Background: an optimization exercise with open tools, aiming at small area, a short achievable clock period and few clock cycles per item. Do not read the settings as production practice.
Only simulation tests tie the RTL to the original design; equivalence was not proved.

`design/flow/design.v`:
```
module lake_mx_enc_elem (
    input  wire       sg,
    input  wire [8:0] xin,
    input  wire [6:0] f,
    input  wire [9:0] nsp,
    input  wire [2:0] kk,       
    input  wire [3:0] k1,       
    input  wire [7:0] mk,       
    input  wire [6:0] qm,       
    input  wire [2:0] rsk,      
    input  wire [7:0] mskk,     
    input  wire       zfs,      
    input  wire       e4, e5, e6, e7, i8,    
    input  wire       nanp,                  
    input  wire [6:0] maxp,                  
    output wire [7:0] code_o,
    output wire       ovf_o
);
    wire       sub  = xin[8];
    wire       spec = !xin[8] & (&xin[7:0]);
    wire       fnz  = |f;
    wire       nan  = spec & fnz;
    wire       inf  = spec & !fnz;
    wire [2:0] bl   = xin[2:0];
    wire [9:0] xs   = {xin[8], xin};
    reg  [9:0] G;
    reg        c;
    integer    k;
    always @* begin
        c = sub;
        for (k = 0; k < 10; k = k + 1) begin
            G[k] = xs[k] ^ nsp[k] ^ c;
            c    = (xs[k] & nsp[k]) | (c & (xs[k] ^ nsp[k]));
        end
    end
    wire       gpos = !G[9] & (|G[8:0]);
    wire       gle8 = G[9] & (!(&G[8:3]) | (G[2:0] == 3'd0));    
    wire       fm   = (e4 & f[6] & f[5] & (f[4] | (f[3] & (|f[2:0])))) |
                      ((e5 | e6) & (&f[6:4])) |
                      (e7 & (&f[6:5])) |
                      (i8 & (&f[6:0]));
    wire       gtm  = !G[9] & ((|G[8:5]) | (e4 & G[4]) | (e5 & (&G[4:0])) | (e6 & (|G[4:3])) |
                      (e7 & (|G[4:2])) | (i8 & (|G[4:1])));    
    wire       geq  = !G[9] & !(|G[8:5]) &
                      ((e4 & (G[4:0] == 5'd15)) | (e5 & (G[4:0] == 5'd30)) |
                       (e6 & (G[4:0] == 5'd7)) | (e7 & (G[4:0] == 5'd3)) |
                       (i8 & (G[4:0] == 5'd1)));
    wire       ovc  = (!spec & !sub & (gtm | (geq & fm))) | (inf & !e5);
    reg  [3:0] an;      
    reg        ca;
    always @* begin
        ca = 1'b1;
        for (k = 0; k < 4; k = k + 1) begin
            an[k] = k1[k] ^ !G[k] ^ ca;
            ca    = (k1[k] & !G[k]) | (ca & (k1[k] ^ !G[k]));
        end
    end
    wire       zfn  = gle8 | (an[3] & (|an[2:0]));
    reg  [7:0] mn;
    always @* begin
        case (an[2:0])
            3'd0:    mn = 8'b11111111;    
            3'd1:    mn = 8'b10000000;
            3'd2:    mn = 8'b11000000;
            3'd3:    mn = 8'b11100000;
            3'd4:    mn = 8'b11110000;
            3'd5:    mn = 8'b11111000;
            3'd6:    mn = 8'b11111100;
            default: mn = 8'b11111110;
        endcase
        if (an[3]) mn = 8'b11111111;
    end
    wire [2:0] blk  = kk + (bl & {3{sub}});
    wire [2:0] rot  = gpos ? blk : sub ? rsk : an[2:0];
    wire [7:0] mask = gpos ? mk : sub ? mskk : mn;
    wire       zf   = !gpos & (sub ? zfs : zfn);
    wire [7:0] sig  = {!sub, f};
    wire [7:0] r1   = rot[0] ? {sig[0],  sig[7:1]} : sig;
    wire [7:0] r2   = rot[1] ? {r1[1:0], r1[7:2]}  : r1;
    wire [7:0] rr   = rot[2] ? {r2[3:0], r2[7:4]}  : r2;
    wire [6:0] q    = rr[6:0] & ~mask[6:0] & {7{!zf}};
    wire       rnd  = rr[7] & mask[7] & !zf;
    wire       stk  = |(rr[6:0] & mask[6:0]);
    wire       infk = inf & e5;
    wire       nano = nan | (ovc & nanp);
    wire       sato = ovc & !nanp;
    wire       norm = !(nano | infk | sato);
    wire [4:0] gf   = G[4:0] & {5{gpos}};
    wire [6:0] t    = (((q & qm) |
                        ({7{e4}} & {gf[3:0], 3'b000}) |
                        ({7{e5 | e6}} & {gf, 2'b00}) |
                        ({7{e7}} & {gf[4:0], 1'b0})) & {7{norm}}) |
                      ({7{nano}} & {6'h3F, !e5}) |
                      ({7{infk}} & 7'h7C) |
                      ({7{sato}} & maxp);
    wire       inc  = rnd & (stk | t[0]) & norm;
    wire       neg  = i8 & sg;
    wire [7:0] ti   = {1'b0, t} ^ {8{neg}};
    reg  [7:0] code;
    reg        ci;
    always @* begin
        ci = inc ^ neg;
        for (k = 0; k < 8; k = k + 1) begin
            code[k] = ti[k] ^ ci;
            ci      = ci & ti[k];
        end
    end
    wire       sgo  = sg & !nano;
    assign code_o[7]   = ((e4 | e5) & sgo) | (i8 & code[7]);
    assign code_o[6]   = code[6];
    assign code_o[5]   = e6 ? sgo : code[5];
    assign code_o[4]   = code[4];
    assign code_o[3]   = e7 ? sgo : code[3];
    assign code_o[2:0] = code[2:0];
    assign ovf_o = ovc;
endmodule
module lake_mx_enc (
    input  wire         clk,
    input  wire         rst,         
    input  wire         in_valid,
    output wire         in_ready,
    input  wire [3:0]   in_fmt,      
    input  wire         in_ovf,      
    input  wire [511:0] in_vals,     
    input  wire [31:0]  in_stain,    
    output reg          out_valid,
    output wire [7:0]   out_scale,
    output wire [255:0] out_data,
    output wire [5:0]   out_novf
);
    assign in_ready = 1'b1;
    integer i, b;
    reg          v1, v2;
    reg  [3:0]   i_fmt;
    reg          i_ovf;
    reg  [511:0] i_vals;
    reg  [31:0]  i_cand;
    wire [31:0]  c0;
    genvar       gv;
    generate
        for (gv = 0; gv < 32; gv = gv + 1) begin : s1v
            assign c0[gv] = (in_vals[16*gv+14 -: 8] != 8'hFF) && !in_stain[gv];
        end
    endgenerate
    integer      gq;
    always @(posedge clk) begin
        i_fmt   <= in_fmt;
        i_ovf   <= in_ovf;
        i_vals  <= in_vals;
        i_cand  <= c0;
    end
    wire f4 = (i_fmt == 4'd4);
    wire f5 = (i_fmt == 4'd5);
    wire f6 = (i_fmt == 4'd6);
    wire f7 = (i_fmt == 4'd7);
    wire f8 = !(f4 | f5 | f6 | f7);
    reg  [7:0] emax;
    reg  [4:0] gmax;        
    reg  [4:0] gs0;         
    reg  [2:0] kk;          
    always @* begin
        case (1'b1)
            f4:      begin emax = 8'd8;  gmax = 5'd15; gs0 = 5'd7;  kk = 3'd4; end
            f5:      begin emax = 8'd15; gmax = 5'd30; gs0 = 5'd15; kk = 3'd5; end
            f6:      begin emax = 8'd4;  gmax = 5'd7;  gs0 = 5'd3;  kk = 3'd5; end
            f7:      begin emax = 8'd2;  gmax = 5'd3;  gs0 = 5'd1;  kk = 3'd6; end
            default: begin emax = 8'd0;  gmax = 5'd1;  gs0 = 5'd1;  kk = 3'd1; end
        endcase
    end
    reg        any_nan, nz;
    reg  [8:0] xin [0:31];
    reg  [2:0] bl;
    reg  [7:0] xv;
    reg  [6:0] fv;
    always @* begin
        any_nan = 1'b0;
        nz      = 1'b0;
        for (i = 0; i < 32; i = i + 1) begin
            xv = i_vals[16*i+14 -: 8];
            fv = i_vals[16*i+6 -: 7];
            if (xv == 8'hFF && fv != 7'd0) any_nan = 1'b1;
            if (i_cand[i] && fv != 7'd0) nz = 1'b1;
            bl = 3'd0;
            for (b = 0; b < 7; b = b + 1)
                if (fv[b]) bl = b[2:0] + 3'd1;
            if (xv == 8'd0)
                xin[i] = {5'b11111, bl != 3'd0, bl};
            else
                xin[i] = {1'b0, xv};
        end
    end
    function gt4;
        input [3:0] a, b;
        integer k; reg g;
        begin
            g = 1'b0;
            for (k = 0; k < 4; k = k + 1)
                g = (a[k] & !b[k]) | (!(a[k] ^ b[k]) & g);
            gt4 = g;
        end
    endfunction
    function gt8;
        input [7:0] a, b;
        gt8 = gt4(a[7:4], b[7:4]) | ((a[7:4] == b[7:4]) & gt4(a[3:0], b[3:0]));
    endfunction
    reg  [7:0] gm [0:6];
    reg  [7:0] al;
    integer    mb;
    always @* begin
        for (gq = 0; gq < 4; gq = gq + 1) begin
            al = i_cand[8*gq +: 8];
            for (mb = 7; mb >= 0; mb = mb - 1) begin
                gm[gq][mb] = 1'b0;
                for (i = 0; i < 8; i = i + 1) gm[gq][mb] = gm[gq][mb] | (al[i] & i_vals[16*(8*gq+i)+7+mb]);
                for (i = 0; i < 8; i = i + 1) al[i] = al[i] & (i_vals[16*(8*gq+i)+7+mb] | !gm[gq][mb]);
            end
        end
        gm[4] = gt8(gm[0], gm[1]) ? gm[0] : gm[1];
        gm[5] = gt8(gm[2], gm[3]) ? gm[2] : gm[3];
        gm[6] = gt8(gm[4], gm[5]) ? gm[4] : gm[5];
    end
    wire [7:0] xm = gm[6];
    wire [8:0] xd = {1'b0, xm} - {1'b0, emax};
    wire       zm = (xm == 8'd0);
    wire [7:0] scale = zm ? (nz ? 8'd0 : 8'd127) : xd[8] ? 8'd0 : xd[7:0];
    wire [9:0] nsp = zm ? (nz ? {5'd0, gs0} : {5'd0, gs0} - 10'd127) :
                     xd[8] ? {5'd0, gs0} : {5'd0, gmax} - {2'd0, xm};
    reg  [8:0]  r_x  [0:31];
    reg  [6:0]  r_f  [0:31];
    reg  [31:0] r_s;
    reg  [9:0]  r_nsp;
    reg  [7:0]  r_scale;
    reg  [2:0]  r_kk;
    reg         r_f4, r_f5, r_f6, r_f7, r_f8, r_nanp, r_nanblk;
    always @(posedge clk) begin
        if (rst) begin
            v1 <= 1'b0; v2 <= 1'b0; out_valid <= 1'b0;
        end else begin
            v1 <= in_valid; v2 <= v1; out_valid <= v2;
        end
        for (i = 0; i < 32; i = i + 1) begin
            r_x[i] <= xin[i];
            r_f[i] <= i_vals[16*i +: 7];
            r_s[i] <= i_vals[16*i+15];
        end
        r_nsp    <= nsp;
        r_scale  <= scale;
        r_kk     <= kk;
        r_f4 <= f4; r_f5 <= f5; r_f6 <= f6; r_f7 <= f7; r_f8 <= f8;
        r_nanp   <= i_ovf & (f4 | f5);
        r_nanblk <= any_nan & !(f4 | f5);
    end
    reg  [6:0] qm;
    reg  [6:0] maxp;
    always @* begin
        case (1'b1)
            r_f4:    begin qm = 7'h07; maxp = 7'h7E; end
            r_f5:    begin qm = 7'h03; maxp = 7'h7B; end
            r_f6:    begin qm = 7'h03; maxp = 7'h1F; end
            r_f7:    begin qm = 7'h01; maxp = 7'h07; end
            default: begin qm = 7'h7F; maxp = 7'h7F; end
        endcase
    end
    wire [3:0] k1   = {1'b0, r_kk} + 4'd1;
    wire [7:0] mk   = ~(8'hFF >> r_kk);
    wire [9:0] sh   = {7'd0, r_kk} - r_nsp;
    wire [2:0] rsk  = sh[2:0];
    wire       zfs  = !sh[9] && (sh[8:3] != 6'd0) && (sh[8:0] != 9'd8);
    wire [7:0] mskk = sh[9] ? 8'h00 : (sh[8:3] != 6'd0) ? 8'hFF : ~(8'hFF >> sh[2:0]);
    wire [7:0]  ec [0:31];
    wire [31:0] of;
    genvar g;
    generate
        for (g = 0; g < 32; g = g + 1) begin : el
            lake_mx_enc_elem u_e (
                .sg(r_s[g]), .xin(r_x[g]), .f(r_f[g]), .nsp(r_nsp),
                .kk(r_kk), .k1(k1), .mk(mk), .qm(qm), .rsk(rsk), .mskk(mskk), .zfs(zfs),
                .e4(r_f4), .e5(r_f5), .e6(r_f6), .e7(r_f7), .i8(r_f8),
                .nanp(r_nanp), .maxp(maxp),
                .code_o(ec[g]), .ovf_o(of[g]));
        end
    endgenerate
    wire p8 = !r_nanblk & !(r_f6 | r_f7);
    wire p6 = !r_nanblk & r_f6;
    wire p4 = !r_nanblk & r_f7;
    reg [255:0] data;
    integer     j;
    always @* begin
        for (j = 0; j < 256; j = j + 1)
            data[j] = (p8 & ec[j/8][j%8]) |
                      (p6 & (j < 192) & ec[(j < 192) ? j/6 : 0][j%6]) |
                      (p4 & (j < 128) & ec[(j < 128) ? j/4 : 0][j%4]);
    end
    wire pcs0 = of[0] ^ of[1] ^ of[2];
    wire pck0 = (of[0] & of[1]) | (of[2] & (of[0] ^ of[1]));
    wire pcs1 = of[3] ^ of[4] ^ of[5];
    wire pck1 = (of[3] & of[4]) | (of[5] & (of[3] ^ of[4]));
    wire pcs2 = of[6] ^ of[7] ^ of[8];
    wire pck2 = (of[6] & of[7]) | (of[8] & (of[6] ^ of[7]));
    wire pcs3 = of[9] ^ of[10] ^ of[11];
    wire pck3 = (of[9] & of[10]) | (of[11] & (of[9] ^ of[10]));
    wire pcs4 = of[12] ^ of[13] ^ of[14];
    wire pck4 = (of[12] & of[13]) | (of[14] & (of[12] ^ of[13]));
    wire pcs5 = of[15] ^ of[16] ^ of[17];
    wire pck5 = (of[15] & of[16]) | (of[17] & (of[15] ^ of[16]));
    wire pcs6 = of[18] ^ of[19] ^ of[20];
    wire pck6 = (of[18] & of[19]) | (of[20] & (of[18] ^ of[19]));
    wire pcs7 = of[21] ^ of[22] ^ of[23];
    wire pck7 = (of[21] & of[22]) | (of[23] & (of[21] ^ of[22]));
    wire pcs8 = of[24] ^ of[25] ^ of[26];
    wire pck8 = (of[24] & of[25]) | (of[26] & (of[24] ^ of[25]));
    wire pcs9 = of[27] ^ of[28] ^ of[29];
    wire pck9 = (of[27] & of[28]) | (of[29] & (of[27] ^ of[28]));
    wire pcs10 = pcs0 ^ pcs1 ^ pcs2;
    wire pck10 = (pcs0 & pcs1) | (pcs2 & (pcs0 ^ pcs1));
    wire pcs11 = pcs3 ^ pcs4 ^ pcs5;
    wire pck11 = (pcs3 & pcs4) | (pcs5 & (pcs3 ^ pcs4));
    wire pcs12 = pcs6 ^ pcs7 ^ pcs8;
    wire pck12 = (pcs6 & pcs7) | (pcs8 & (pcs6 ^ pcs7));
    wire pcs13 = pcs9 ^ of[30] ^ of[31];
    wire pck13 = (pcs9 & of[30]) | (of[31] & (pcs9 ^ of[30]));
    wire pcs14 = pck0 ^ pck1 ^ pck2;
    wire pck14 = (pck0 & pck1) | (pck2 & (pck0 ^ pck1));
    wire pcs15 = pck3 ^ pck4 ^ pck5;
    wire pck15 = (pck3 & pck4) | (pck5 & (pck3 ^ pck4));
    wire pcs16 = pck6 ^ pck7 ^ pck8;
    wire pck16 = (pck6 & pck7) | (pck8 & (pck6 ^ pck7));
    wire pcs17 = pcs10 ^ pcs11 ^ pcs12;
    wire pck17 = (pcs10 & pcs11) | (pcs12 & (pcs10 ^ pcs11));
    wire pcs18 = pck10 ^ pck11 ^ pck12;
    wire pck18 = (pck10 & pck11) | (pck12 & (pck10 ^ pck11));
    wire pcs19 = pck13 ^ pcs14 ^ pcs15;
    wire pck19 = (pck13 & pcs14) | (pcs15 & (pck13 ^ pcs14));
    wire pcs20 = pck14 ^ pck15 ^ pck16;
    wire pck20 = (pck14 & pck15) | (pck16 & (pck14 ^ pck15));
    wire pcs21 = pck17 ^ pcs18 ^ pcs19;
    wire pck21 = (pck17 & pcs18) | (pcs19 & (pck17 ^ pcs18));
    wire pcs22 = pck18 ^ pck19 ^ pcs20;
    wire pck22 = (pck18 & pck19) | (pcs20 & (pck18 ^ pck19));
    wire pcs23 = pcs21 ^ pcs16 ^ pck9;
    wire pck23 = (pcs21 & pcs16) | (pck9 & (pcs21 ^ pcs16));
    wire pcs24 = pck23 ^ pck21 ^ pcs22;
    wire pck24 = (pck23 & pck21) | (pcs22 & (pck23 ^ pck21));
    wire pcs25 = pck24 ^ pck22 ^ pck20;
    wire pck25 = (pck24 & pck22) | (pck20 & (pck24 ^ pck22));
    wire pcs26 = pcs17 ^ pcs13;
    wire pck26 = pcs17 & pcs13;
    wire pcs27 = pcs23 ^ pck26;
    wire pck27 = pcs23 & pck26;
    wire pcs28 = pcs24 ^ pck27;
    wire pck28 = pcs24 & pck27;
    wire pcs29 = pcs25 ^ pck28;
    wire pck29 = pcs25 & pck28;
    wire pcs30 = pck25 ^ pck29;
    wire pck30 = pck25 & pck29;
    wire [5:0] pc = {pck30, pcs30, pcs29, pcs28, pcs27, pcs26};
    reg  [7:0]   o_scale;
    reg  [255:0] o_data;
    reg  [5:0]   o_novf;
    always @(posedge clk) begin
        o_scale <= r_nanblk ? 8'hFF : r_scale;
        o_data  <= data;
        o_novf  <= pc & {6{!r_nanblk}};
    end
    assign out_scale = o_scale;
    assign out_data  = o_data;
    assign out_novf  = o_novf;
endmodule
```
`design/flow/flow/run.sh`:
```
#!/bin/bash
# Layout flow: the standard flow (standard.sh, all steps) with these
# changes to how the layout is made:
#  - the buffers that placement puts on the ports are sky130_fd_sc_hd__buf_1
#    rather than the resizer's default pick (every port still gets one);
#  - before detailed placement (pre_dpl.tcl), an output port whose register
#    sits far from it gets its buffer moved next to the register and made
#    sky130_fd_sc_hd__buf_4 (move_obuf.tcl), and output registers still far
#    from their port's buffer get the stronger flip-flop of the same kind
#    (upsize_out.tcl).
# standard.sh's output goes to standard.log; ORFS keeps each step's log
# under orfs/logs.
set -euo pipefail
export BUFFER_PORTS_ARGS="-buffer_cell sky130_fd_sc_hd__buf_1"
export PRE_DETAIL_PLACE_TCL="$PWD/flow/pre_dpl.tcl"
bash standard.sh > standard.log 2>&1
```
`design/flow/flow/move_obuf.tcl`:
```
# Output ports whose register was placed far from the port: the port's buffer
# is moved next to the register and made sky130_fd_sc_hd__buf_4, so that it,
# not the register, drives the long wire to the port.
set db_ [ord::get_db]
set blk_ [ord::get_db_block]
set strong_ [$db_ findMaster sky130_fd_sc_hd__buf_4]
set dbu_ [$blk_ getDbUnitsPerMicron]
set n_ 0
foreach bt [$blk_ getBTerms] {
  if {[$bt getIoType] ne "OUTPUT"} { continue }
  set pnet [$bt getNet]
  foreach it [$pnet getITerms] {
    set buf [$it getInst]
    if {[[$buf getMaster] getName] ne "sky130_fd_sc_hd__buf_1"} { continue }
    set anet [[$buf findITerm A] getNet]
    set drv ""
    foreach it2 [$anet getITerms] {
      if {[$it2 getInst] ne $buf} { set drv [$it2 getInst] }
    }
    if {$drv eq ""} { continue }
    set bl [$buf getLocation]
    set fl [$drv getLocation]
    set d [expr {(abs([lindex $bl 0] - [lindex $fl 0]) + abs([lindex $bl 1] - [lindex $fl 1])) / double($dbu_)}]
    if {$d > 80.0} {
      $buf setLocation [lindex $fl 0] [lindex $fl 1]
      $buf swapMaster $strong_
      incr n_
    }
  }
}
puts "move_obuf: $n_ port buffers moved next to their registers"
```
`design/flow/flow/pre_dpl.tcl`:
```
# Run before detailed placement (PRE_DETAIL_PLACE_TCL): shorten the wires
# from the output registers to the ports.
set flow_dir_ [file dirname [file normalize [info script]]]
source $flow_dir_/move_obuf.tcl
source $flow_dir_/upsize_out.tcl
```
`design/flow/flow/upsize_out.tcl`:
```
# Output registers whose Q net is long get a stronger flip-flop of the same
# kind (sky130_fd_sc_hd__dfxtp_4): each drives its port's buffer over that wire.
set db_ [ord::get_db]
set blk_ [ord::get_db_block]
set strong_ [$db_ findMaster sky130_fd_sc_hd__dfxtp_4]
set dbu_ [$blk_ getDbUnitsPerMicron]
set n_ 0
foreach inst [$blk_ getInsts] {
  set name [$inst getName]
  if {![string match "o_*" $name] && ![string match "out_valid*" $name]} { continue }
  if {[[$inst getMaster] getName] ne "sky130_fd_sc_hd__dfxtp_1"} { continue }
  set net [[$inst findITerm Q] getNet]
  set xs {}; set ys {}
  foreach it [$net getITerms] {
    set loc [[$it getInst] getLocation]
    lappend xs [lindex $loc 0]; lappend ys [lindex $loc 1]
  }
  foreach bt [$net getBTerms] {
    set bb [$bt getBBox]
    lappend xs [$bb xMin]; lappend ys [$bb yMin]
  }
  set hp [expr {([tcl::mathfunc::max {*}$xs] - [tcl::mathfunc::min {*}$xs] + [tcl::mathfunc::max {*}$ys] - [tcl::mathfunc::min {*}$ys]) / double($dbu_)}]
  if {$hp > 40.0} {
    $inst swapMaster $strong_
    incr n_
  }
}
puts "upsize_out: $n_ output flip-flops made sky130_fd_sc_hd__dfxtp_4"
```
`design/flow/standard.sh`:
```
#!/bin/bash
# synth_recipe.tcl (not shown) runs the flow's synth.tcl, then flattens the netlist and writes it again
# the make line also repeats each setting of config.mk as NAME=value (left out here)
make -C /OpenROAD-flow-scripts/flow DESIGN_CONFIG=/design/flow/config.mk WORK_HOME=/design/flow/orfs CLKGATE_MAP_FILE= SYNTH_SCRIPT=/design/flow/synth_recipe.tcl "${@:-finish}"
```
`design/flow/config.mk`:
```
export PLATFORM = sky130hd
export DESIGN_NAME = lake_mx_enc
export DESIGN_NICKNAME = lake_mx_enc
export VERILOG_FILES = /design/flow/design.v
export SDC_FILE = /design/flow/constraint.sdc
export NUM_CORES = 8
export LEC_CHECK = 0
export ABC_AREA = 1
export ABC_CLOCK_PERIOD_IN_PS = 30000
export CAP_MARGIN = 30
export CORE_MARGIN = 2
export CORE_UTILIZATION = 40
export CTS_CLUSTER_DIAMETER = 100
export CTS_CLUSTER_SIZE = 25
export SLEW_MARGIN = 60
```
`design/flow/constraint.sdc`:
```
create_clock -name core_clock -period 50.0 [get_ports {clk}]
set_input_delay 10.0000 -clock core_clock [delete_from_list [all_inputs] [get_ports {clk}]]
set_output_delay 10.0000 -clock core_clock [all_outputs]
set_load 0.01 [all_outputs]
```
==> impl_metrics.yaml, run 1 <==
run_status:
  status: "no timing/DRC/antenna violations"
clocking:
  postCtsHoldBufs: 0
  clkSinkCount: 1393
  cts_made_buffers: 76
  postCtsResizedCells: 0
  cts_buffer_depth: 3
  htreeDepth: 3
  clock_tree.root_cell: "clkbuf_16"
  path_clk_slew_ps: 100
  insertion_delay_ps: 810
  cts_tree: "yes"
  cts_setup_buffers: 0
min_path:
  min_path_type: "register to register"
floorplanning:
  die_h_um: 499
  core_area_um2: 243000
  ios: 824
  rows: 181
  die_width_um: 499
  dieArea_um2: 249000
  start_util_pct: 40.2
sta:
  clock_skew_ps: 50.7
  max_slew_margin_pct: 51.5
  post-route-period-util_pct: 22.7
  setup_viol: 0
  rsz0062_at_grt: "false"
  tightest_slew_ps: 728
  whs_ps: 335
  fin_tns_setup_ps: 0
  finalMaxSlewViolations: 0
  fmax_ghz: 0.0880
  period_minus_slack_ps: 11360
  hold_violations: 0
routing:
  met3_length_mm: 63.9
  vias_per_cell: 5.94
  drt_first_pass_iters: 7
  routed_wl_mm: 505
  drt_iter0_drc: 14814
  dr.max_layer_used: "met5"
  vias: 107857
  ant_nets: 0
  wl_met2_mm: 201
  route.layer.met1.wl_mm: 187
  wire_per_inst_um: 27.8
  drc: 0
logic_synthesis:
  synth_async_sr_flop_share_pct: 0
  synthCells: 14233
  syn_area_per_cell_um2: 6.88
  synth_seq_area_share_pct: 28.5
  ys.flop_type: "dfxtp_1"
  syn_area_um2: 97900
  yosysUniqueCellTypes: 63
  synth-edff-count: 0
  yosys_warnings: 10
  syn_nets: 15496
  ys_seq_elements: 1393
cells_and_area:
  final_core_util_pct: 45.1
  stdcell_count: 18147
  drive_above_1_share_pct: 5.34
  syn_to_final_growth_pct: 12.0
  nets: 16121
worst_setup_path:
  endpoint_kind: "output port"
  crit_path_top_delay_cell: "dfxtp_1"
  path_cells: "buf_1"
  critPathLaunchType: "register"
  cp_max_fo: 1
  crit_family: "flip-flops"
  worstSetupPathType: "register to output port"
  critPathMaxStageDelay_ps: 320
  arrival_ps: 1360
  path_buf_inv: 1
  cp.required_ps: 40000
global_routing:
  antenna_found_initial: 74
  grt_pass1_wl_mm: 706
  grt_pass1_vias: 98045
  grt_max_degree: 85
  gr-total-overflow: 0
  gr-usage-all-layers_pct: 39.2
place:
  dp_hpwl_mm: 388
  place.gp.congestion: 1.10
  dp_cells: 17969
  io_buffers: 822
job:
  max_cap_violations: 0
==> placed cells by master, fill, tap and decap left out, types with 32 or more instances in the layout <==
cell type,instances
a211oi_1,39
a21oi_1,293
a221oi_1,169
a22oi_1,50
a31oi_1,96
buf_1,821
buf_2,46
buf_4,101
buf_6,44
clkbuf_16,77
clkinv_1,34
dfxtp_1,1363
diode_2,50
fa_1,413
ha_1,294
inv_1,2284
inv_2,54
nand2_1,3025
nand2_2,67
nand3_1,685
nand3b_1,57
nand4_1,343
nor2_1,1142
nor3_1,455
nor4_1,178
o2111ai_1,74
o211ai_1,137
o21ai_0,1166
o21ai_2,52
o21bai_1,32
o221ai_1,87
o221ai_2,36
o22ai_1,141
o311ai_0,71
o31ai_1,40
o41ai_1,42
or2_2,36
xnor2_1,95
xor2_1,293
==> state kept, by name (all words and copies together) (netlist names), 3 cells and up <==
register	cells
i_cand	32
r_x	288
r_f	224
r_scale	8
r_kk	3
o_data	256
o_scale	8
i_vals	512
o_novf	6
r_nsp	9
i_fmt	4
r_s	32
==> metal layers <==
layer  global-route usage, %  vias to the layer above
met5                   0.251                        -
met1                    47.7                    49961
met4                    34.6                       50
met2                    55.0                     7299
met3                    12.8                     1928
li1                        -                    48619
==> logic make-up after synthesis <==
family,Yosys count,synth area share [%]
AND/OR/NAND/NOR,6087,26.9
multiplexers,26,0.276
other,1,0.00383
AO/OA/AOI/OAI,2739,17.5
adder cells (fa/ha/maj),711,12.3
XOR/XNOR,389,3.48
flip-flops,1393,28.5
buffers and inverters,2887,11.1
==> final timing paths <==
check / from / to / slack (ps) / depth (start not counted)
setup / recovery: o_data[99] / out_data[99] / 38640 / 1
hold / removal: i_vals[47] / r_s[2] / 330 / 0
setup reg to reg: r_nsp[1] / o_data[113] / 39300 / 33
hold reg to reg: i_vals[47] / r_s[2] / 330 / 0
==> cells in the mapped netlist (10+ instances only) <==
cell type,number,area [um^2]
nand3b_1,57,428
clkbuf_1,437,1640
ha_1,298,3730
inv_2,25,93.8
a2111oi_0,26,228
a311oi_1,11,96.3
a22oi_1,50,375
fa_1,413,8270
o211ai_1,137,1030
o221ai_1,144,1260
or2_2,36,225
dfxtp_1,1393,27900
o21ai_1,11,55.1
nand2_2,36,225
a31o_2,10,87.6
nand4_1,343,2150
o41ai_1,45,394
o311ai_0,73,639
nor2_1,1163,4370
nor3b_1,10,75.1
o2111ai_1,74,648
nand2_4,14,158
xnor2_1,95,832
nand2_1,3056,11500
clkinv_1,37,139
a21boi_0,28,210
o21ai_0,1228,6150
mux2i_1,18,180
o31ai_1,40,300
xor2_1,294,2570
a221oi_1,170,1490
a211oi_1,39,293
buf_1,52,195
a21oi_1,312,1560
o21bai_1,32,240
nor3_1,459,2300
a31oi_1,97,607
or4_1,16,120
nor4_1,188,1180
o32ai_1,25,219
o22ai_1,162,1010
inv_1,2326,8730
nand3_1,686,3430
==> area by class of cell <==
cell class                      count  area [um^2]
Antenna cell                       50          125
Tap cell                         3202         4010
Inverter                         2388         9020
Fill cell                       25476       134000
Multi-Input combinational cell   9953        60800
Clock inverter                     30          564
Sequential cell                  1393        28000
Clock buffer                       85         1980
Timing Repair Buffer             1046         5190
==> per-stage QoR <==
stage               instance area [um^2]  setup slack (ps)
floorplan                          97900             39660
global placement                  104000             39160
detailed placement                106000             39210
CTS                               109000             38580
global route                      110000             38630
finish                            110000             38640
Testbench counts, summed over its fixed seeds: cycles 8,024, items 8,000.
==> run 2, diff against run 1 <==
--- a/design/flow/flow/run.sh
+++ b/design/flow/flow/run.sh
@@ -9,3 +9,4 @@
 #    from their port's buffer get the stronger flip-flop of the same kind
-#    (upsize_out.tcl).
+#    (upsize_out.tcl); the other output port buffers are made
+#    sky130_fd_sc_hd__buf_2 (obuf2.tcl).
 # standard.sh's output goes to standard.log; ORFS keeps each step's log
==> design/flow/flow/obuf2.tcl (new file) <==
# Output port buffers still sky130_fd_sc_hd__buf_1 are made
# sky130_fd_sc_hd__buf_2: the outputs are due before the next clock edge.
set db_ [ord::get_db]
set blk_ [ord::get_db_block]
set b2_ [$db_ findMaster sky130_fd_sc_hd__buf_2]
set n_ 0
foreach bt [$blk_ getBTerms] {
  if {[$bt getIoType] ne "OUTPUT"} { continue }
  foreach it [[$bt getNet] getITerms] {
    set buf [$it getInst]
    if {[[$buf getMaster] getName] eq "sky130_fd_sc_hd__buf_1"} {
      $buf swapMaster $b2_
      incr n_
    }
  }
}
puts "obuf2: $n_ output port buffers made sky130_fd_sc_hd__buf_2"
==> design/flow/flow/pre_dpl.tcl (replaced) <==
# Run before detailed placement (PRE_DETAIL_PLACE_TCL): shorten the paths
# from the output registers to the ports.
set flow_dir_ [file dirname [file normalize [info script]]]
source $flow_dir_/move_obuf.tcl
source $flow_dir_/upsize_out.tcl
source $flow_dir_/obuf2.tcl
==> run 2 against run 1 <==
  * Critical endpoint is now out_data[160]
  * Global-route usage grew 0.12 points
  * Count of clock-buffer cells in the layout grew 5
  * Highest routed layer unchanged
  * Still clean
  * Utilization grew 0.23 points
  * Worst hold slack lost 0.52 ps
  * Via count is essentially flat
==> impl_metrics.yaml, run 2 <==
run_status:
  status: "no timing/DRC/antenna violations"
global_routing:
  grt_pass1_vias: 98708
  gr-total-overflow: 0
  grt_use_met2_pct: 54.7
  busiest_layer: "met2"
  grtUsageMet1_pct: 47.8
  grt_util_met3_pct: 12.9
  grt_max_degree: 85
  antenna_found_initial: 68
  gr-usage-all-layers_pct: 39.3
  grt_pass1_wl_mm: 708
worst_setup_path:
  crit_end: "out_data[160]"
  arrival_ps: 1290
  rrSetupSlack_ps: 39310
  path_cells: "buf_2"
  critPathMaxStageDelay_ps: 340
  reg2reg_depth: 66
  cp.required_ps: 40000
  crit_path_top_delay_cell: "dfxtp_1"
  cp_max_fo: 1
  critPathLaunchType: "register"
  reg2reg_to: "r_nsp[6]"
  path_buf_inv: 1
  startpoint: "o_data[160]"
  worstSetupPathType: "register to output port"
  endpoint_kind: "output port"
  r2r-start: "i_cand[24]"
  crit_cells: 1
  crit_family: "flip-flops"
routing:
  drc: 0
  vias: 107879
  wire_per_inst_um: 27.9
  drt_first_pass_iters: 7
  routed_wl_mm: 507
  vias_per_cell: 5.94
  drt_iter0_drc: 15168
  ant_nets: 0
cells_and_area:
  design_area_um2: 110000
  largest_register_ff_count: 512
  top_regs: "i_vals x512, r_x x288, o_data x256"
  drive_above_1_share_pct: 7.18
  final_cell_mix: "3,025 x nand2_1, 2,284 x inv_1, 1,361 x dfxtp_1, 1,166 x o21ai_0, 1,141 x nor2_1"
  layout_commonest_cell: "nand2_1"
  syn_to_final_growth_pct: 12.5
  nets: 16129
  top_register: "i_vals"
sta:
  clock_skew_ps: 48.0
  max_slew_margin_pct: 45.4
  period_minus_slack_ps: 11290
  setup_viol: 0
  tightest_slew_ps: 817
  fin_tns_setup_ps: 0
  hold_violations: 0
  finalMaxSlewViolations: 0
  fmax_ghz: 0.0885
  layout_setup_ws_ps: 38710
  rsz0062_at_grt: "false"
  post-route-period-util_pct: 22.6
place:
  dp_slack_ps: 39210
  place.gp.congestion: 1.10
  io_buffers: 822
  dp_hpwl_mm: 388
  place_area_um2: 107000
floorplanning:
  dieArea_um2: 249000
  die_h_um: 499
  die_width_um: 499
  rows: 181
  ios: 824
  start_util_pct: 40.2
  core_area_um2: 243000
job:
  max_cap_violations: 0
logic_synthesis:
  synth_async_sr_flop_share_pct: 0
  synth_seq_area_share_pct: 28.5
  synth_top_cell_area_share_pct: 28.5
  synth_commonest_cells: "3,056 x nand2_1, 2,326 x inv_1, 1,393 x dfxtp_1"
  yosys_warnings: 10
  synth-edff-count: 0
  syn_area_um2: 97900
  yosysUniqueCellTypes: 63
  syn_nets: 15496
  syn_area_per_cell_um2: 6.88
  synth_most_common_cell: "nand2_1"
  ys_seq_elements: 1393
  synthCells: 14233
  synthTopCellsByArea: "dfxtp_1 28%, nand2_1 12%, inv_1 8.9%"
  synth_top_area_cell: "dfxtp_1"
  ys.flop_type: "dfxtp_1"
clocking:
  cts_buffer_depth: 3
  cts_setup_buffers: 0
  cts_tree: "yes"
  htreeDepth: 3
  cts_made_buffers: 81
  postCtsResizedCells: 0
  insertion_delay_ps: 810
  clock_tree.root_cell: "clkbuf_16"
  postCtsHoldBufs: 0
  clkSinkCount: 1393
  path_clk_slew_ps: 100
min_path:
  min_path_type: "register to register"
==> run 2: changes by cell type in the layout (fill, tap and decap cells not counted), moves of 4 or more <==
cell / change
buf_1: -269
buf_2: +269
clkbuf_16: +8
diode_2: -5
inv_2: -4
==> run 2: routing by layer <==
metal  wire [um]  up-vias
met2      199000     7429
li1            -    48624
met3       63700     1981
met4       56100       36
met1      188000    49809
met5         231        -
==> run 2: logic make-up after synthesis <==
kind of cell | after synthesis | share of synthesized area (%)
xor+xnor | 389 | 3.48
compound gates | 2739 | 17.5
fa+ha+maj | 711 | 12.3
flops | 1393 | 28.5
simple gates | 6087 | 26.9
buf+inv | 2887 | 11.1
other cells | 1 | 0.00383
mux | 26 | 0.276
==> run 2: per-stage QoR <==
stage / std cells / hold WS [ps] / util [%]
3_3_place_gp: 17897 / 311 / 42.9
2_1_floorplan: 14233 / 310 / -
3_5_place_dp: 17969 / 315 / 43.8
6_report: 18152 / 334 / 45.3
4_1_cts: 18091 / 334 / 44.9
5_1_grt: 18114 / 342 / 45.2
==> run 2: how the worst min path moves through the flow <==
stage	slack [ps]	startpoint	to	depth (start not counted)
floorplan	310	i_vals[15]	r_s[0]	0
global placement	310	i_vals[511]	r_s[31]	0
detailed placement	310	i_vals[495]	r_s[30]	0
CTS	330	i_vals[127]	r_s[7]	0
global route	340	i_vals[15]	r_s[0]	0
finish	330	i_vals[79]	r_s[4]	0
==> run 2: area by class of cell <==
type / instances / area [um^2]
clock inverters: 32 / 564
multi-input cells: 9953 / 60700
fillers: 25326 / 133000
clock buffers: 90 / 2160
repair buffers: 1049 / 5580
diodes: 45 / 113
well taps: 3202 / 4010
inverters: 2388 / 9020
flip-flops and latches: 1393 / 28000
==> run 2: worst register-to-register path: cells and delay by family, from the launching register on <==
family / cells / cell delay (ps)
xor gates and xnor gates: 1 / 140
buffers and inverters: 4 / 400
DFF: 1 / 340
AOI/OAI and AO/OA: 5 / 1600
and+or+nand+nor: 53 / 7330
adders and majority gates: 3 / 850
==> run 3, diff against run 2 <==
--- a/design/flow/config.mk
+++ b/design/flow/config.mk
@@ -14,2 +14,2 @@
 export CTS_CLUSTER_SIZE = 25
-export SLEW_MARGIN = 60
+export SLEW_MARGIN = 50
==> run 3 against run 2 <==
  * Still clean
  * Routed wire length decreased by 0.22%
  * Clock skew increased by 4.0 ps
  * Register-to-register slack got worse by 70 ps
  * Synthesized area unchanged
  * Non-clock buffer count decreased by 51
  * Critical path type unchanged
  * Utilization decreased by 0.61 points
==> impl_metrics.yaml, run 3 <==
worst_setup_path:
  cp.required_ps: 40000
  endpoint_kind: "output port"
  r2r-start: "r_nsp[1]"
  reg2reg_depth: 37
  worstSetupPathType: "register to output port"
  arrival_ps: 1290
  crit_path_top_delay_cell: "dfxtp_1"
  cp_max_fo: 1
  critPathLaunchType: "register"
  reg2reg_to: "o_data[14]"
  rrSetupSlack_ps: 39240
  critPathMaxStageDelay_ps: 350
  path_buf_inv: 1
  crit_family: "flip-flops"
  path_cells: "buf_2"
sta:
  setup_viol: 0
  whs_ps: 335
  period_minus_slack_ps: 11290
  fmax_ghz: 0.0886
  rsz0062_at_grt: "false"
  hold_violations: 0
  clock_skew_ps: 52.0
  max_slew_margin_pct: 41.3
  layout_setup_ws_ps: 38710
  tightest_slew_ps: 881
  post-route-period-util_pct: 22.6
  finalMaxSlewViolations: 0
  fin_tns_setup_ps: 0
place:
  dp_slack_ps: 39240
  io_buffers: 822
  place.gp.congestion: 1.10
  place_area_um2: 105000
  dp_hpwl_mm: 386
  dp_cells: 17921
logic_synthesis:
  syn_area_per_cell_um2: 6.88
  synthTopCellsByArea: "dfxtp_1 28%, nand2_1 12%, inv_1 8.9%"
  syn_area_um2: 97900
  synthCells: 14233
  synth_commonest_cells: "3,056 x nand2_1, 2,326 x inv_1, 1,393 x dfxtp_1"
  synth-edff-count: 0
  yosysUniqueCellTypes: 63
  synth_async_sr_flop_share_pct: 0
  syn_nets: 15496
  synth_seq_area_share_pct: 28.5
  ys.flop_type: "dfxtp_1"
  yosys_warnings: 10
  synth_top_area_cell: "dfxtp_1"
  synth_top_cell_area_share_pct: 28.5
  synth_most_common_cell: "nand2_1"
  ys_seq_elements: 1393
run_status:
  status: "no timing/DRC/antenna violations"
routing:
  wire_per_inst_um: 28.0
  routed_wl_mm: 506
  ant_nets: 0
  vias: 107374
  drc: 0
  drt_first_pass_iters: 8
  vias_per_cell: 5.93
  drt_iter0_drc: 15112
clocking:
  path_clk_slew_ps: 100
  cts_buffer_depth: 3
  htreeDepth: 3
  clock_tree.root_cell: "clkbuf_16"
  cts_made_buffers: 80
  postCtsResizedCells: 0
  clkSinkCount: 1393
  insertion_delay_ps: 810
  cts_tree: "yes"
  cts_setup_buffers: 0
  postCtsHoldBufs: 0
cells_and_area:
  top_register: "i_vals"
  syn_to_final_growth_pct: 11.0
  top_regs: "i_vals x512, r_x x288, o_data x256"
  final_cell_mix: "3,046 x nand2_1, 2,300 x inv_1, 1,374 x dfxtp_1, 1,177 x o21ai_0, 1,147 x nor2_1"
  nets: 16077
  drive_above_1_share_pct: 6.03
  layout_commonest_cell: "nand2_1"
  stdcell_count: 18099
  largest_register_ff_count: 512
  design_area_um2: 109000
floorplanning:
  dieArea_um2: 249000
  die_width_um: 499
  ios: 824
  die_h_um: 499
  rows: 181
  core_area_um2: 243000
  start_util_pct: 40.2
global_routing:
  grt_pass1_vias: 97992
  grt_pass1_wl_mm: 705
  gr-total-overflow: 0
  antenna_found_initial: 69
  gr-usage-all-layers_pct: 39.2
  grt_max_degree: 85
min_path:
  min_to: "r_s[3]"
  hold_depth: 0
  min_path_type: "register to register"
  hp-start: "i_vals[63]"
job:
  max_cap_violations: 0
run 3: changes by cell type in the layout (fill, tap and decap cells not counted), moves of 19 or more:
cell / delta
nand2_2: -21
o221ai_4: -19
o21ai_2: -23
buf_2: -35
nand2_1: +21
buf_6: -19
buf_4: +21
run 3: worst max path at each step:
stage,slack (ps),to,start,depth (start not counted)
finish,38710,out_data[3],o_data[3],1
floorplan,39660,i_cand[0],in_vals[13],3
detailed placement,39240,i_cand[7],in_vals[125],4
CTS,38640,out_data[214],o_data[214],1
global placement,39160,i_cand[7],in_vals[125],4
global route,38570,o_data[53],r_nsp[1],36
run 3: layout make-up:
class	instances	area (um^2)
well taps	3202	4010
clock inverters	32	564
flip-flops and latches	1393	27900
fillers	25551	135000
multi-input cells	9953	59900
repair buffers	998	5000
inverters	2388	9000
diodes	46	115
clock buffers	87	2130
run 3: metrics by stage:
stage | utilization, %
floorplan | -
global placement | 42.9
detailed placement | 43.4
CTS | 44.5
global route | 44.6
finish | 44.7
run 3: logic make-up (layout without fill, tap and decap cells):
logic type	Yosys count	count (layout)	share of synthesized area (%)
compound gates	2739	2739	17.5
xor+xnor	389	389	3.48
fa+ha+maj	711	711	12.3
buf+inv	2887	3505	11.1
flops	1393	1393	28.5
mux	26	26	0.276
other cells	1	47	0.00383
simple gates	6087	6087	26.9
run 3: metal layers:
metal  vias up  track usage [%]  share of wire [%]
met5         -                0              0.047
met4        32             34.9                 11
met3      1898             12.3                 13
met2      7270             54.9                 40
met1     49660             47.9                 37
li1      48514                -                  -
==> run 4, diff against run 3 <==
--- a/design/flow/config.mk
+++ b/design/flow/config.mk
@@ -12,4 +12,5 @@
 export CORE_UTILIZATION = 40
-export CTS_CLUSTER_DIAMETER = 100
+export CTS_BUF_LIST = sky130_fd_sc_hd__clkbuf_16
+export CTS_CLUSTER_DIAMETER = 120
 export CTS_CLUSTER_SIZE = 25
-export SLEW_MARGIN = 50
+export SLEW_MARGIN = 45
==> run 4 against run 3 <==
  * Still clean
  * Register-to-register slack worse by 310 ps
  * Worst setup slack worse by 27 ps
  * Critical path depth unchanged
  * Sequential cell count unchanged
  * Utilization down 0.40 points
  * Largest cell class unchanged
  * Highest routed layer unchanged
==> impl_metrics.yaml, run 4 <==
run_status:
  status: "no timing/DRC/antenna violations"
routing:
  vias_per_cell: 5.92
  vias: 106900
  ant_nets: 0
  routed_wl_mm: 506
  drc: 0
  drt_iter0_drc: 14224
  wire_per_inst_um: 28.0
  drt_first_pass_iters: 9
worst_setup_path:
  critPathLaunchType: "register"
  cp_max_fo: 1
  worstSetupPathType: "register to output port"
  path_buf_inv: 1
  endpoint_kind: "output port"
  crit_family: "flip-flops"
  cp.required_ps: 40000
  path_cells: "buf_2"
  arrival_ps: 1320
  critPathMaxStageDelay_ps: 360
  crit_path_top_delay_cell: "dfxtp_4"
logic_synthesis:
  synth_most_common_cell: "nand2_1"
  syn_nets: 15496
  synth-edff-count: 0
  synth_async_sr_flop_share_pct: 0
  yosys_warnings: 10
  ys_seq_elements: 1393
  synth_top_area_cell: "dfxtp_1"
  synth_commonest_cells: "3,056 x nand2_1, 2,326 x inv_1, 1,393 x dfxtp_1"
  ys.flop_type: "dfxtp_1"
  synthCells: 14233
  synthTopCellsByArea: "dfxtp_1 28%, nand2_1 12%, inv_1 8.9%"
  syn_area_per_cell_um2: 6.88
  synth_top_cell_area_share_pct: 28.5
  synth_seq_area_share_pct: 28.5
  yosysUniqueCellTypes: 63
  syn_area_um2: 97900
clocking:
  htreeDepth: 3
  cts_setup_buffers: 0
  cts_tree: "yes"
  path_clk_slew_ps: 100
  cts_made_buffers: 71
  postCtsHoldBufs: 0
  insertion_delay_ps: 830
  postCtsResizedCells: 0
  clkSinkCount: 1393
  cts_buffer_depth: 3
  clock_tree.root_cell: "clkbuf_16"
sta:
  max_slew_margin_pct: 37.2
  hold_violations: 0
  fin_tns_setup_ps: 0
  whs_ps: 335
  period_minus_slack_ps: 11320
  fmax_ghz: 0.0883
  rsz0062_at_grt: "false"
  tightest_slew_ps: 943
  finalMaxSlewViolations: 0
  post-route-period-util_pct: 22.6
  setup_viol: 0
  clock_skew_ps: 47.2
floorplanning:
  core_area_um2: 243000
  start_util_pct: 40.2
  rows: 181
  ios: 824
  dieArea_um2: 249000
  die_width_um: 499
  die_h_um: 499
global_routing:
  grt_max_degree: 85
  grt_pass1_wl_mm: 705
  grt_pass1_vias: 98229
  antenna_found_initial: 71
  gr-total-overflow: 0
  gr-usage-all-layers_pct: 39.2
cells_and_area:
  nets: 16056
  stdcell_count: 18071
  top_register: "i_vals"
  largest_register_ff_count: 512
  drive_above_1_share_pct: 5.49
  nFillCells: 25650
  final_core_util_pct: 44.3
  syn_to_final_growth_pct: 10.0
  top_regs: "i_vals x512, r_x x288, o_data x256"
  final_cell_mix: "3,050 x nand2_1, 2,308 x inv_1, 1,376 x dfxtp_1, 1,179 x o21ai_0, 1,147 x nor2_1"
  layout_commonest_cell: "nand2_1"
place:
  dp_cells: 17912
  io_buffers: 822
  dp_hpwl_mm: 385
  place.gp.congestion: 1.10
job:
  max_cap_violations: 0
min_path:
  min_path_type: "register to register"
==> run 4: worst paths after layout <==
path              startpoint     endpoint  slack [ps]  cells past startpoint
setup / recovery   o_data[8]  out_data[8]       38680                      1
hold / removal    i_vals[15]       r_s[0]         330                      0
setup reg to reg    r_nsp[1]  o_data[111]       38930                     39
hold reg to reg   i_vals[15]       r_s[0]         330                      0
==> run 4: through the flow <==
step	instance area (um^2)	setup slack [ps]
after global placement	104000	39160
after detailed placement	105000	39190
after floorplan	97900	39660
after CTS	107000	38650
after global routing	108000	38350
final	108000	38680
==> run 4: cells by family (layout without fill, tap and decap cells) <==
family | count (synthesis) | count (layout) | synth area share, %
xor gates and xnor gates | 389 | 389 | 3.48
DFF | 1393 | 1393 | 28.5
adders and majority gates | 711 | 711 | 12.3
AOI/OAI and AO/OA | 2739 | 2739 | 17.5
and+or+nand+nor | 6087 | 6087 | 26.9
muxes | 26 | 26 | 0.276
buffers and inverters | 2887 | 3469 | 11.1
other | 1 | 55 | 0.00383
==> run 4: layer usage <==
metal  share of wire (%)  track usage, %  up-vias  routed length, um
met5               0.059               0        -                300
met4                  11            34.7       46              53900
met3                  13            14.6     2029              65100
met2                  39            54.6     7052             200000
met1                  37            46.9    49351             187000
li1                    -               -    48422                  -
==> run 4: cell type report <==
type / instances / area (um^2) / share of cell area (%)
Multi-Input combinational cell: 9953 / 59700 / 55.5
Timing Repair Buffer: 986 / 4760 / 4.42
Inverter: 2388 / 9000 / 8.35
Clock buffer: 72 / 1800 / 1.67
Sequential cell: 1393 / 27900 / 25.9
Tap cell: 3202 / 4010 / 3.72
Antenna cell: 54 / 135 / 0.125
Clock inverter: 23 / 317 / 0.294
==> run 5, diff against run 4 <==
--- a/design/flow/config.mk
+++ b/design/flow/config.mk
@@ -15,2 +15,3 @@
 export CTS_CLUSTER_SIZE = 25
+export PLACE_DENSITY = 0.75
 export SLEW_MARGIN = 45
==> run 5 against run 4 <==
  * Global-route usage is 0.51 points lower
  * Sequential cell count unchanged
  * Design area about the same
  * First-iteration DRC count rose by 8.7%
  * Synthesized area did not move
  * Synthesized cell count unchanged
  * Routed wire length decreased by 0.97%
==> impl_metrics.yaml, run 5 <==
job:
  max_cap_violations: 0
logic_synthesis:
  yosys_warnings: 10
  yosysUniqueCellTypes: 63
  synth_async_sr_flop_share_pct: 0
  syn_area_um2: 97900
  ys.flop_type: "dfxtp_1"
  synth_top_area_cell: "dfxtp_1"
  syn_area_per_cell_um2: 6.88
  synthTopCellsByArea: "dfxtp_1 28%, nand2_1 12%, inv_1 8.9%"
  synth_commonest_cells: "3,056 x nand2_1, 2,326 x inv_1, 1,393 x dfxtp_1"
  synthCells: 14233
  ys_seq_elements: 1393
  synth_seq_area_share_pct: 28.5
  synth-edff-count: 0
  synth_top_cell_area_share_pct: 28.5
  syn_nets: 15496
  synth_most_common_cell: "nand2_1"
worst_setup_path:
  endpoint_kind: "output port"
  crit_path_top_delay_cell: "dfxtp_1"
  path_buf_inv: 1
  cp.required_ps: 40000
  critPathLaunchType: "register"
  reg2reg_depth: 35
  path_cells: "buf_2"
  crit_family: "flip-flops"
  critPathMaxStageDelay_ps: 360
  cp_max_fo: 1
  arrival_ps: 1330
  worstSetupPathType: "register to output port"
  crit_cells: 1
cells_and_area:
  layout_commonest_cell: "nand2_1"
  top_regs: "i_vals x512, r_x x288, o_data x256"
  nets: 16049
  final_cell_mix: "3,051 x nand2_1, 2,310 x inv_1, 1,376 x dfxtp_1, 1,177 x o21ai_0, 1,150 x nor2_1"
  top_register: "i_vals"
  nFillCells: 25086
  drive_above_1_share_pct: 5.35
  design_area_um2: 108000
  syn_to_final_growth_pct: 10.0
  ff_latch_area_um2: 27900
  largest_register_ff_count: 512
  multi_input_area_um2: 59500
clocking:
  cts_tree: "yes"
  htreeDepth: 3
  insertion_delay_ps: 830
  postCtsResizedCells: 0
  cts_made_buffers: 75
  cts_buffer_depth: 3
  clock_tree.root_cell: "clkbuf_16"
  cts_setup_buffers: 0
  clkSinkCount: 1393
  path_clk_slew_ps: 100
  postCtsHoldBufs: 0
floorplanning:
  die_width_um: 499
  rows: 181
  die_h_um: 499
  ios: 824
  dieArea_um2: 249000
  core_area_um2: 243000
  start_util_pct: 40.2
sta:
  max_slew_margin_pct: 37.1
  fin_tns_setup_ps: 0
  fmax_ghz: 0.0883
  rsz0062_at_grt: "false"
  hold_violations: 0
  finalMaxSlewViolations: 0
  layout_setup_ws_ps: 38670
  period_minus_slack_ps: 11330
  tightest_slew_ps: 944
  post-route-period-util_pct: 22.7
  setup_viol: 0
  clock_skew_ps: 59.1
run_status:
  status: "no timing/DRC/antenna violations"
min_path:
  hold_depth: 0
  min_path_type: "register to register"
global_routing:
  grt_max_degree: 87
  antenna_found_initial: 70
  grt_pass1_vias: 97926
  gr-total-overflow: 0
  gr-usage-all-layers_pct: 38.7
  grt_pass1_wl_mm: 698
routing:
  ant_nets: 0
  drt_first_pass_iters: 10
  drc: 0
  wire_per_inst_um: 27.7
  vias_per_cell: 6.00
  vias: 108384
  routed_wl_mm: 501
  drt_iter0_drc: 15455
place:
  dp_slack_ps: 39120
  dp_hpwl_mm: 382
  place_area_um2: 105000
  io_buffers: 822
  place.gp.congestion: 1.10
==> run 5: cell types whose count changed in the layout (fill, tap and decap cells not counted), moves of 4 or more <==
cell,before,now
o21ai_1,43,48
buf_6,12,8
buf_4,136,129
a21oi_2,7,11
o221ai_1,117,126
o22ai_1,157,161
diode_2,54,58
inv_16,1,5
a21oi_1,303,299
clkbuf_16,72,76
o221ai_2,24,18
==> run 5: worst paths after layout <==
kind | start | to | slack, ps
worst max register to register | r_nsp[2] | o_data[119] | 38700
worst max-delay path | o_data[224] | out_data[224] | 38670
worst min register to register | i_vals[271] | r_s[16] | 330
worst min-delay path | i_vals[271] | r_s[16] | 330
==> run 5: metrics by stage <==
stage	std cells	hold slack [ps]	utilization [%]
floorplan	14233	310	-
global placement	17897	312	42.9
detailed placement	17908	312	43.2
CTS	18016	328	44.2
global route	18027	340	44.2
finish	18077	326	44.3
==> run 5: per-layer routing <==
layer / track usage, % / vias to the layer above / share of wire, %
li1: - / 48490 / -
met1: 45.8 / 49465 / 36
met2: 54.1 / 8157 / 39
met3: 13.9 / 2234 / 14
met4: 35.7 / 38 / 11
met5: 0 / - / 0.049
==> run 5: layout make-up <==
type | instances | share of cell area [%]
Multi-Input combinational cell | 9953 | 55.3
Clock buffer | 76 | 1.77
Sequential cell | 1393 | 25.9
Antenna cell | 58 | 0.135
Inverter | 2388 | 8.36
Timing Repair Buffer | 975 | 4.38
Tap cell | 3202 | 3.72
Clock inverter | 32 | 0.400
==> run 5: logic make-up after synthesis <==
kind of cell | Yosys count | synth area share, %
adder cells (fa/ha/maj) | 711 | 12.3
multiplexers | 26 | 0.276
XOR/XNOR | 389 | 3.48
other | 1 | 0.00383
AND/OR/NAND/NOR | 6087 | 26.9
buffers and inverters | 2887 | 11.1
AO/OA/AOI/OAI | 2739 | 17.5
flip-flops | 1393 | 28.5
==> run 6, diff against run 5 <==
--- a/design/flow/config.mk
+++ b/design/flow/config.mk
@@ -15,3 +15,2 @@
 export CTS_CLUSTER_SIZE = 25
-export PLACE_DENSITY = 0.75
-export SLEW_MARGIN = 45
+export SLEW_MARGIN = 50
==> run 6 against run 5 <==
  * Still clean on timing, DRC and antenna
  * Sequential share of layout area is 0.088 points lower
  * Critical path depth stayed put
  * Die area stayed put
  * Worst hold slack better by 7.8 ps
  * Non-clock buffer count is 18 higher
  * Clock skew is 7.9 ps lower
  * Global-route usage is 0.46 points higher
  * Critical path type unchanged
  * Highest routed layer unchanged
==> impl_metrics.yaml, run 6 <==
run_status:
  status: "no timing/DRC/antenna violations"
worst_setup_path:
  arrival_ps: 1280
  critPathMaxStageDelay_ps: 350
  crit_family: "flip-flops"
  r2r-start: "r_nsp[1]"
  critPathLaunchType: "register"
  path_buf_inv: 1
  path_cells: "buf_2"
  startpoint: "o_data[5]"
  endpoint_kind: "output port"
  cp.required_ps: 40000
  crit_path_top_delay_cell: "dfxtp_1"
  cp_max_fo: 1
  worstSetupPathType: "register to output port"
job:
  max_cap_violations: 0
routing:
  vias_per_cell: 5.93
  drt_first_pass_iters: 9
  drt_iter0_drc: 15173
  drc: 0
  vias: 107205
  wire_per_inst_um: 28.0
  ant_nets: 0
  routed_wl_mm: 506
floorplanning:
  dieArea_um2: 249000
  core_area_um2: 243000
  start_util_pct: 40.2
  die_width_um: 499
  ios: 824
  die_h_um: 499
  rows: 181
global_routing:
  gr-usage-all-layers_pct: 39.2
  grt_max_degree: 85
  grt_pass1_wl_mm: 705
  gr-total-overflow: 0
  grt_pass1_vias: 98021
  antenna_found_initial: 75
clocking:
  cts_buffer_depth: 3
  cts_made_buffers: 71
  postCtsResizedCells: 0
  htreeDepth: 3
  cts_setup_buffers: 0
  clkSinkCount: 1393
  cts_tree: "yes"
  postCtsHoldBufs: 0
  path_clk_slew_ps: 100
  insertion_delay_ps: 820
  clock_tree.root_cell: "clkbuf_16"
sta:
  finalMaxSlewViolations: 0
  hold_violations: 0
  max_slew_margin_pct: 41.3
  setup_viol: 0
  tightest_slew_ps: 881
  clock_skew_ps: 51.1
  rsz0062_at_grt: "false"
  fmax_ghz: 0.0886
  period_minus_slack_ps: 11280
  post-route-period-util_pct: 22.6
  fin_tns_setup_ps: 0
cells_and_area:
  largest_register_ff_count: 512
  nets: 16063
  top_regs: "i_vals x512, r_x x288, o_data x256"
  layout_commonest_cell: "nand2_1"
  design_area_um2: 108000
  final_cell_mix: "3,046 x nand2_1, 2,302 x inv_1, 1,374 x dfxtp_1, 1,177 x o21ai_0, 1,148 x nor2_1"
  drive_above_1_share_pct: 5.80
  top_register: "i_vals"
  nFillCells: 25562
  syn_to_final_growth_pct: 10.4
logic_synthesis:
  synth_top_area_cell: "dfxtp_1"
  synth_commonest_cells: "3,056 x nand2_1, 2,326 x inv_1, 1,393 x dfxtp_1"
  synth-edff-count: 0
  syn_nets: 15496
  yosys_warnings: 10
  synth_most_common_cell: "nand2_1"
  synth_seq_area_share_pct: 28.5
  synth_async_sr_flop_share_pct: 0
  synthTopCellsByArea: "dfxtp_1 28%, nand2_1 12%, inv_1 8.9%"
  yosysUniqueCellTypes: 63
  syn_area_um2: 97900
  syn_area_per_cell_um2: 6.88
  ys_seq_elements: 1393
  synth_top_cell_area_share_pct: 28.5
  ys.flop_type: "dfxtp_1"
  synthCells: 14233
min_path:
  hp-start: "i_vals[15]"
  min_path_type: "register to register"
place:
  dp_hpwl_mm: 386
  place.gp.congestion: 1.10
  io_buffers: 822
  place_area_um2: 105000
run 6: cell type report:
type / instances / area [um^2] / share of cell area (%)
Clock buffer: 74 / 1850 / 1.71
Timing Repair Buffer: 993 / 4950 / 4.58
Sequential cell: 1393 / 27900 / 25.9
Clock inverter: 20 / 272 / 0.251
Antenna cell: 54 / 135 / 0.125
Multi-Input combinational cell: 9953 / 59900 / 55.4
Tap cell: 3202 / 4010 / 3.71
Inverter: 2388 / 9000 / 8.33
run 6: path summary, 6_finish.rpt:
check             slack (ps)          end  cells past startpoint
hold reg to reg          330       r_s[0]                      0
setup / recovery       38720  out_data[5]                      1
setup reg to reg       39170   o_data[14]                     37
hold / removal           330       r_s[0]                      0
run 6: metrics by stage:
step                      instances  hold slack [ps]  utilization [%]  setup WS [ps]
final                         18077              333             44.4          38720
after global routing          18030              342             44.4          38560
after floorplan               14233              310                -          39660
after detailed placement      17921              314             43.4          39240
after global placement        17897              311             42.9          39160
after CTS                     18015              336             44.2          38650
run 6: kinds of logic (layout without fill, tap and decap cells):
group | count (synthesis) | count (layout) | share of synthesized area, %
flip-flops | 1393 | 1393 | 28.5
other | 1 | 55 | 0.00383
AO/OA/AOI/OAI | 2739 | 2739 | 17.5
adder cells (fa/ha/maj) | 711 | 711 | 12.3
XOR/XNOR | 389 | 389 | 3.48
multiplexers | 26 | 26 | 0.276
buffers and inverters | 2887 | 3475 | 11.1
AND/OR/NAND/NOR | 6087 | 6087 | 26.9
run 6: layer usage:
| metal | up-vias | share of wire [%] | global-route usage (%) |
|---|---|---|---|
| met3 | 1922 | 13 | 13.3 |
| met4 | 32 | 11 | 34.0 |
| met1 | 49487 | 37 | 47.5 |
| li1 | 48451 | - | - |
| met2 | 7313 | 40 | 55.0 |
| met5 | - | 0.040 | 0 |
==> run 7, diff against run 6 <==
--- a/design/flow/config.mk
+++ b/design/flow/config.mk
@@ -15,2 +15,2 @@
 export CTS_CLUSTER_SIZE = 25
-export SLEW_MARGIN = 50
+export SLEW_MARGIN = 55
==> run 7 against run 6 <==
  * Still clean on timing, DRC and antenna
  * Count of clock-buffer cells in the layout fell by 2
  * Sequential cell count did not move
  * Routed wire length barely moved
  * Design area rose by 0.68%
  * First-iteration DRC count rose by 1.8%
  * Non-clock buffer count rose by 26
  * Utilization rose by 0.30 points
  * Register-to-register slack got worse by 120 ps
  * Fmax fell by 0.22%
  * Synthesized area did not move
  * Worst hold slack improved by 1.2 ps
==> impl_metrics.yaml, run 7 <==
worst_setup_path:
  critPathLaunchType: "register"
  endpoint_kind: "output port"
  arrival_ps: 1310
  critPathMaxStageDelay_ps: 350
  cp_max_fo: 1
  crit_path_top_delay_cell: "dfxtp_1"
  cp.required_ps: 40000
  path_buf_inv: 1
  worstSetupPathType: "register to output port"
  path_cells: "buf_2"
  crit_family: "flip-flops"
cells_and_area:
  top_register: "i_vals"
  largest_register_ff_count: 512
  nets: 16089
  final_cell_mix: "3,038 x nand2_1, 2,297 x inv_1, 1,372 x dfxtp_1, 1,169 x o21ai_0, 1,146 x nor2_1"
  final_core_util_pct: 44.7
  multi_input_area_um2: 60400
  drive_above_1_share_pct: 6.36
  top_regs: "i_vals x512, r_x x288, o_data x256"
  nFillCells: 25486
  ff_latch_area_um2: 28000
  layout_commonest_cell: "nand2_1"
  syn_to_final_growth_pct: 11.2
logic_synthesis:
  ys.flop_type: "dfxtp_1"
  syn_nets: 15496
  synth_async_sr_flop_share_pct: 0
  syn_area_per_cell_um2: 6.88
  ys_seq_elements: 1393
  synth_top_cell_area_share_pct: 28.5
  yosys_warnings: 10
  synth_top_area_cell: "dfxtp_1"
  synthTopCellsByArea: "dfxtp_1 28%, nand2_1 12%, inv_1 8.9%"
  synth_most_common_cell: "nand2_1"
  synth_seq_area_share_pct: 28.5
  synth_commonest_cells: "3,056 x nand2_1, 2,326 x inv_1, 1,393 x dfxtp_1"
  synth-edff-count: 0
  yosysUniqueCellTypes: 63
  syn_area_um2: 97900
  synthCells: 14233
job:
  max_cap_violations: 0
sta:
  period_minus_slack_ps: 11310
  max_slew_margin_pct: 42.5
  clock_skew_ps: 53.2
  rsz0062_at_grt: "false"
  fin_tns_setup_ps: 0
  hold_violations: 0
  setup_viol: 0
  fmax_ghz: 0.0884
  post-route-period-util_pct: 22.6
  tightest_slew_ps: 863
  finalMaxSlewViolations: 0
floorplanning:
  start_util_pct: 40.2
  rows: 181
  core_area_um2: 243000
  die_h_um: 499
  ios: 824
  die_width_um: 499
  dieArea_um2: 249000
routing:
  drc: 0
  wire_per_inst_um: 27.9
  vias_per_cell: 5.94
  ant_nets: 0
  route.layer.met1.wl_mm: 188
  dr.max_layer_used: "met5"
  vias: 107545
  wl_met2_mm: 200
  drt_iter0_drc: 15452
  routed_wl_mm: 506
  met3_length_mm: 63.0
  drt_first_pass_iters: 10
clocking:
  htreeDepth: 3
  cts_made_buffers: 71
  clkSinkCount: 1393
  cts_buffer_depth: 3
  postCtsHoldBufs: 0
  cts_setup_buffers: 0
  postCtsResizedCells: 0
  insertion_delay_ps: 840
  path_clk_slew_ps: 90
  clock_tree.root_cell: "clkbuf_16"
  cts_tree: "yes"
min_path:
  min_path_type: "register to register"
global_routing:
  gr-usage-all-layers_pct: 39.3
  grt_pass1_wl_mm: 707
  antenna_found_initial: 65
  gr-total-overflow: 0
  grt_max_degree: 85
  grt_pass1_vias: 97953
place:
  place.gp.congestion: 1.10
  io_buffers: 822
  dp_hpwl_mm: 387
run_status:
  status: "no timing/DRC/antenna violations"
==> run 7: cell count changes in the layout (fill, tap and decap cells not counted), sizes merged <==
cell           before   now
clkbuf             77    81
inv              2361  2358
clkdlybuf4s15       1     4
buf               987  1003
clkinv             44    52
clkdlybuf4s18       2     3
==> run 7: cell type report <==
class / instances / area share (%)
sequential: 1393 / 25.7
clock buffer: 72 / 1.66
inverter: 2388 / 8.28
clock inverter: 25 / 0.305
timing repair buffer: 1019 / 4.79
multi-input combinational: 9953 / 55.5
antenna: 54 / 0.124
tap: 3202 / 3.68
==> run 7: cell families after synthesis <==
| kind of cell | share of synthesized area [%] |
|---|---|
| xor+xnor | 3.48 |
| compound gates | 17.5 |
| fa+ha+maj | 12.3 |
| simple gates | 26.9 |
| mux | 0.276 |
| other cells | 0.00383 |
| flops | 28.5 |
| buf+inv | 11.1 |
==> run 7: worst paths after layout <==
| check | from | endpoint | slack, ps | depth (start not counted) |
|---|---|---|---|---|
| setup / recovery | o_data[210] | out_data[210] | 38690 | 1 |
| hold / removal | i_vals[175] | r_s[10] | 330 | 0 |
| hold reg to reg | i_vals[175] | r_s[10] | 330 | 0 |
| setup reg to reg | r_nsp[1] | o_data[113] | 39050 | 33 |
==> run 7: layer usage <==
metal  GRT usage [%]  vias up
met4            34.9       30
met3            13.3     1974
met1            47.9    49872
met2            54.7     7147
li1                -    48522
met5               0        -
==> run 7: per-stage QoR <==
step / instance area [um^2] / hold WS [ps] / setup slack (ps) / instances
2_1_floorplan: 97900 / 310 / 39660 / 14233
3_5_place_dp: 106000 / 314 / 39190 / 17940
4_1_cts: 108000 / 336 / 38630 / 18037
3_3_place_gp: 104000 / 311 / 39160 / 17897
6_report: 109000 / 335 / 38690 / 18106
5_1_grt: 109000 / 340 / 38560 / 18065

[port drivers added, routing unchanged]
How much do the figures lean on ideal ports? The routed layouts below were timed once more, with nothing changed but the port constraints.
Step 1 assumes that a clkbuf_16 drives the clock port and a buf_2 every other input.
Step 2, shift: input delay + t, output delay - t, t = (earliest + latest rising clock arrival at the registers) / 2. This alone moves slack from input paths to output paths.
Three values: no drivers, after step 1, after step 2; two values: the first two.
| run | t (ns) | setup WS [ns] | latest minus earliest clock arrival (ns) | worst data-port slew with drivers (ns) |
|---|---|---|---|---|
| run 1 | 0.888 | 38.639 / 38.539 / 39.141 | 0.051 / 0.052 | 0.28 |
| run 2 | 0.880 | 38.705 / 38.603 / 39.215 | 0.061 / 0.060 | 0.26 |
| run 3 | 0.882 | 38.708 / 38.606 / 39.244 | 0.058 / 0.058 | 0.26 |
| run 4 | 0.909 | 38.681 / 38.578 / 38.926 | 0.048 / 0.048 | 0.28 |
| run 5 | 0.903 | 38.671 / 38.571 / 38.704 | 0.063 / 0.062 | 0.20 |
| run 6 | 0.891 | 38.717 / 38.616 / 39.173 | 0.051 / 0.051 | 0.27 |
| run 7 | 0.911 | 38.693 / 38.592 / 39.050 | 0.055 / 0.054 | 0.29 |
After both steps setup and hold are still met in every run listed.
